What follows belongs to an exercise in optimizing a design on an open flow for small area, a short achievable clock period and few clock cycles per item; a production flow would make more cautious choices.
Only simulation tests tie the RTL to the original design; equivalence was not proved.
Power figures rest on the tool's default switching activity, not on a simulated workload.

Setup of old:
Design chord_mac, start of the top module:
module chord_mac (
    input  wire        clk,
    input  wire        rst,
    input  wire        in_valid,
    output wire        in_ready,
    input  wire [2:0]  in_op,
    input  wire        in_x,
    input  wire [31:0] in_a,
    input  wire [31:0] in_b,
    input  wire        in_frac,
    input  wire        in_wrap,
    input  wire        in_rnd,
    input  wire [1:0]  in_form,
    input  wire [6:0]  in_sh7,
    output reg         out_valid,
    output reg  [71:0] out_data,
    output reg         out_flag
);
    localparam [2:0] OP_MPY  = 3'd0;
    localparam [2:0] OP_MAC  = 3'd1;
    localparam [2:0] OP_MSU  = 3'd2;
    localparam [2:0] OP_CLRX = 3'd3;
    localparam [2:0] OP_LDX  = 3'd4;
    localparam [2:0] OP_EXT  = 3'd5;
    assign in_ready = 1'b1;
    genvar gi, gl, gn;
    wire i_msu = (in_op == OP_MSU);
    wire i_ldx = (in_op == OP_LDX);
    reg        v0, x0, mpy0, mac0, msu0, ext0, clr0, ldx0;
    reg        wrap0, rnd0, spec0;
    reg [1:0]  form0;
    reg [6:0]  sh0;
    reg [32:0] ma0;                  
    reg [15:0] one0, two0, neg0;     
    always @(posedge clk) begin
        v0    <= in_valid & ~rst;
        x0    <= in_x;
        mpy0  <= (in_op == OP_MPY);
        mac0  <= (in_op == OP_MAC);
        msu0  <= i_msu;
        ext0  <= (in_op == OP_EXT);
        clr0  <= (in_op == OP_CLRX);
        ldx0  <= i_ldx;
        wrap0 <= in_wrap;
        rnd0  <= in_rnd;
        form0 <= in_form;
        sh0   <= in_sh7;
        ma0   <= i_ldx ? {in_b, 1'b0} : in_frac ? {in_a, 1'b0} : {in_a[31], in_a};
        spec0 <= in_frac & ~i_ldx & (in_a == 32'h8000_0000) & (in_b == 32'h8000_0000);
    end
    generate
        for (gi = 0; gi < 16; gi = gi + 1) begin : g_benc
            wire bh = in_b[2*gi+1];
  ...
For scale: roughly 55000 um2 of cells after synthesis.
==> flow/config.mk <==
export PLATFORM = sky130hd
export DESIGN_NAME = chord_mac
export DESIGN_NICKNAME = chord_mac
export VERILOG_FILES = /design/flow/design.v
export SDC_FILE = /design/flow/constraint.sdc
export NUM_CORES = 4
export LEC_CHECK = 0
export CAP_MARGIN = 20
export CORE_MARGIN = 2
export CORE_UTILIZATION = 40
export CTS_CLUSTER_DIAMETER = 100
export CTS_CLUSTER_SIZE = 24
export SLEW_MARGIN = 20
==> flow/constraint.sdc <==
create_clock -name core_clock -period 22.0 [get_ports {clk}]
set_input_delay 4.4000 -clock core_clock [delete_from_list [all_inputs] [get_ports {clk}]]
set_output_delay 4.4000 -clock core_clock [all_outputs]
set_load 0.01 [all_outputs]
standard.sh (not shown) runs the stock make flow with config.mk's settings and CLKGATE_MAP_FILE= SYNTH_SCRIPT=/design/flow/synth_recipe.tcl, a recipe that flattens the netlist after the stock synthesis.
==> flow/flow/run.sh <==
#!/bin/bash
set -euo pipefail
VARS=(SETUP_SLACK_MARGIN=16.5 "BUFFER_PORTS_ARGS=-buffer_cell sky130_fd_sc_hd__buf_2")
R="$PWD/orfs/results/${FLOW_PLATFORM:-sky130hd}/chord_mac/base"
bash standard.sh "${VARS[@]}" synth > synth.log 2>&1
cp "$R/1_2_yosys.v" "$R/1_2_yosys.std.v"
python3 flow/fixpol.py "$R/1_2_yosys.v" > fixpol.log 2>&1
sleep 1
touch "$R/1_2_yosys.v"
bash standard.sh "${VARS[@]}" finish > standard_flow.log 2>&1
Other scripts of this flow, unchanged in this note and not shown: flow/flow/fixpol.py
old | status: complete | timing, DRC, antenna: pass
Testbench counts of old, summed over its fixed seeds: cycles 24,040, items 24,000.
Changes in new relative to old:
diff --git a/flow/design.v b/flow/design.v
--- a/flow/design.v
+++ b/flow/design.v
@@ -1240,45 +1240,45 @@
         rh3   <= r2b[71:66];
     end
     wire        finv = flt3 & sgn3;
     wire        g    = u3[0];
     wire        upf  = finv ? (~g | (~st3 & ~u3[1])) : (g & (st3 | u3[1]));
     wire        up   = ext3 & (flt3 ? upf : (rnd3 & g & (st3 | ~sgn3)));
     wire [65:0] vr   = {u3[66:26], u3[25:1] ^ {25{finv}}} + {65'd0, up};
     wire vW   = w643 ? vr[64] : vr[32];
     wire vW1  = w643 ? vr[63] : vr[31];
     wire satp = ~sgn3 & (hib3 | vW | vW1);
     wire satq =  sgn3 & (hib3 | (vW & ~vW1));
     wire isat = satp | satq;
-    wire [31:0] lo_sat = satp ? (w643 ? 32'hFFFF_FFFF : 32'h7FFF_FFFF) : (w643 ? 32'h0000_0000 : 32'h8000_0000);
-    wire [31:0] hi_sat = satp ? 32'h7FFF_FFFF : 32'h8000_0000;
-    wire [31:0] ilo    = isat ? lo_sat : vr[31:0];
-    wire [31:0] ihi    = isat ? hi_sat : vr[63:32];
     wire [7:0]  fe   = e3 + {7'd0, vr[24]};
-    wire [31:0] fres = {sgn3, fe, vr[22:0]};
-    reg [71:0] dsel;
-    reg        fsel;
-    always @* begin
-        if (!ext3) begin
-            dsel = sat3 ? {satn3, {71{~satn3}}} : {rh3, vr[65:0]};
-            fsel = flag3;
-        end else if (flt3) begin
-            dsel = {40'd0, fres};
-            fsel = 1'b0;
-        end else if (w643) begin
-            dsel = {8'd0, ihi, ilo};
-            fsel = isat;
-        end else begin
-            dsel = {40'd0, ilo};
-            fsel = isat;
-        end
-        if (oz3) begin
-            dsel = 72'd0;
-            fsel = 1'b0;
-        end
-    end
+    wire nx    = ~oz3 & ~ext3;                  
+    wire ix    = ~oz3 & ext3 & ~flt3;           
+    wire fx    = ~oz3 & ext3 & flt3;            
+    wire vs_n  = nx & ~sat3;
+    wire ks_n  = nx & sat3;                     
+    wire vs_i  = ix & ~isat;
+    wire ks_i  = ix & isat;                     
+    wire vs_lo = vs_n | vs_i | fx;              
+    wire vs_mi = vs_n | vs_i;                   
+    wire vs_hi = vs_n | (vs_i & w643);          
+    wire kb_lo = (ks_n & ~satn3) | (ks_i & satp);                   
+    wire kb_31 = (ks_n & ~satn3) | (ks_i & (w643 ? satp : satq));   
+    wire kb_hi = (ks_n & ~satn3) | (ks_i & w643 & satp);            
+    wire kb_63 = (ks_n & ~satn3) | (ks_i & w643 & satq);            
+    wire kb_gd = ks_n & ~satn3;                                     
+    wire kb_71 = ks_n & satn3;                                      
+    wire [71:0] dsel;
+    assign dsel[22:0]  = ({23{vs_lo}} & vr[22:0]) | {23{kb_lo}};
+    assign dsel[30:23] = ({8{vs_mi}} & vr[30:23]) | ({8{fx}} & fe) | {8{kb_lo}};
+    assign dsel[31]    = (vs_mi & vr[31]) | (fx & sgn3) | kb_31;
+    assign dsel[62:32] = ({31{vs_hi}} & vr[62:32]) | {31{kb_hi}};
+    assign dsel[63]    = (vs_hi & vr[63]) | kb_63;
+    assign dsel[65:64] = ({2{vs_n}} & vr[65:64]) | {2{kb_gd}};
+    assign dsel[70:66] = ({5{vs_n}} & rh3[4:0]) | {5{kb_gd}};
+    assign dsel[71]    = (vs_n & rh3[5]) | kb_71;
+    wire        fsel   = (nx & flag3) | ks_i;
     always @(posedge clk) begin
         out_valid <= v3 & ~rst;
         out_data  <= dsel;
         out_flag  <= fsel;
     end
 endmodule
[summary]
All of old and new finish clean.
In new relative to old, count of clock-buffer cells in the layout had gone down by a few percent.
Looking at non-clock inverter total of the final layout, new sits 0.51% below old.
Going from old to new, worst stage delay on the critical path went down 40 ps; wire length now smaller; area occupied by multi-input gates fell about 2%; count of mapped cells out of synthesis moved down.
Re met3 routed wirelength: new is about 5% down on old.
Die area ends up lower on new.
Worst setup slack down 11 ps in new wrt old
Between old and new, via count of the first global-routing pass decreased.
Compared with old, new degrades post-layout minimum cycle time.
In the reports for old and new, the smaller met2 track utilization from global routing belongs to new.
Re total power: old was higher than new.
For the count of inserted tapcells, new came in 13 lower than old did.
Testbench counts of new, summed over its fixed seeds: cycles 24,040, items 24,000.

-- re-timing with driven ports --
Ports are ideal in the flow. The routed layouts listed here were re-timed in OpenROAD. Step 1, drivers: a clkbuf_16 drives clk and a buf_2 each remaining input, both assumed. Step 2, shift: input delay + t, output delay - t, t = (earliest + latest rising clock arrival at the registers) / 2. This alone moves slack from input paths to output paths. a / b / c = ideal ports / drivers / drivers and shift; a / b = the first two.
run	shift t [ns]	slack for setup (ns)	clock arrival spread, ns
old	0.718	16.491 / 16.416 / 15.932	0.039 / 0.039
new	0.723	16.481 / 16.411 / 16.000	0.060 / 0.060
After both steps every run listed still meets setup and hold. The setup slack of old, which loses most, moves by -0.075 ns with the drivers and by -0.559 ns with both steps.
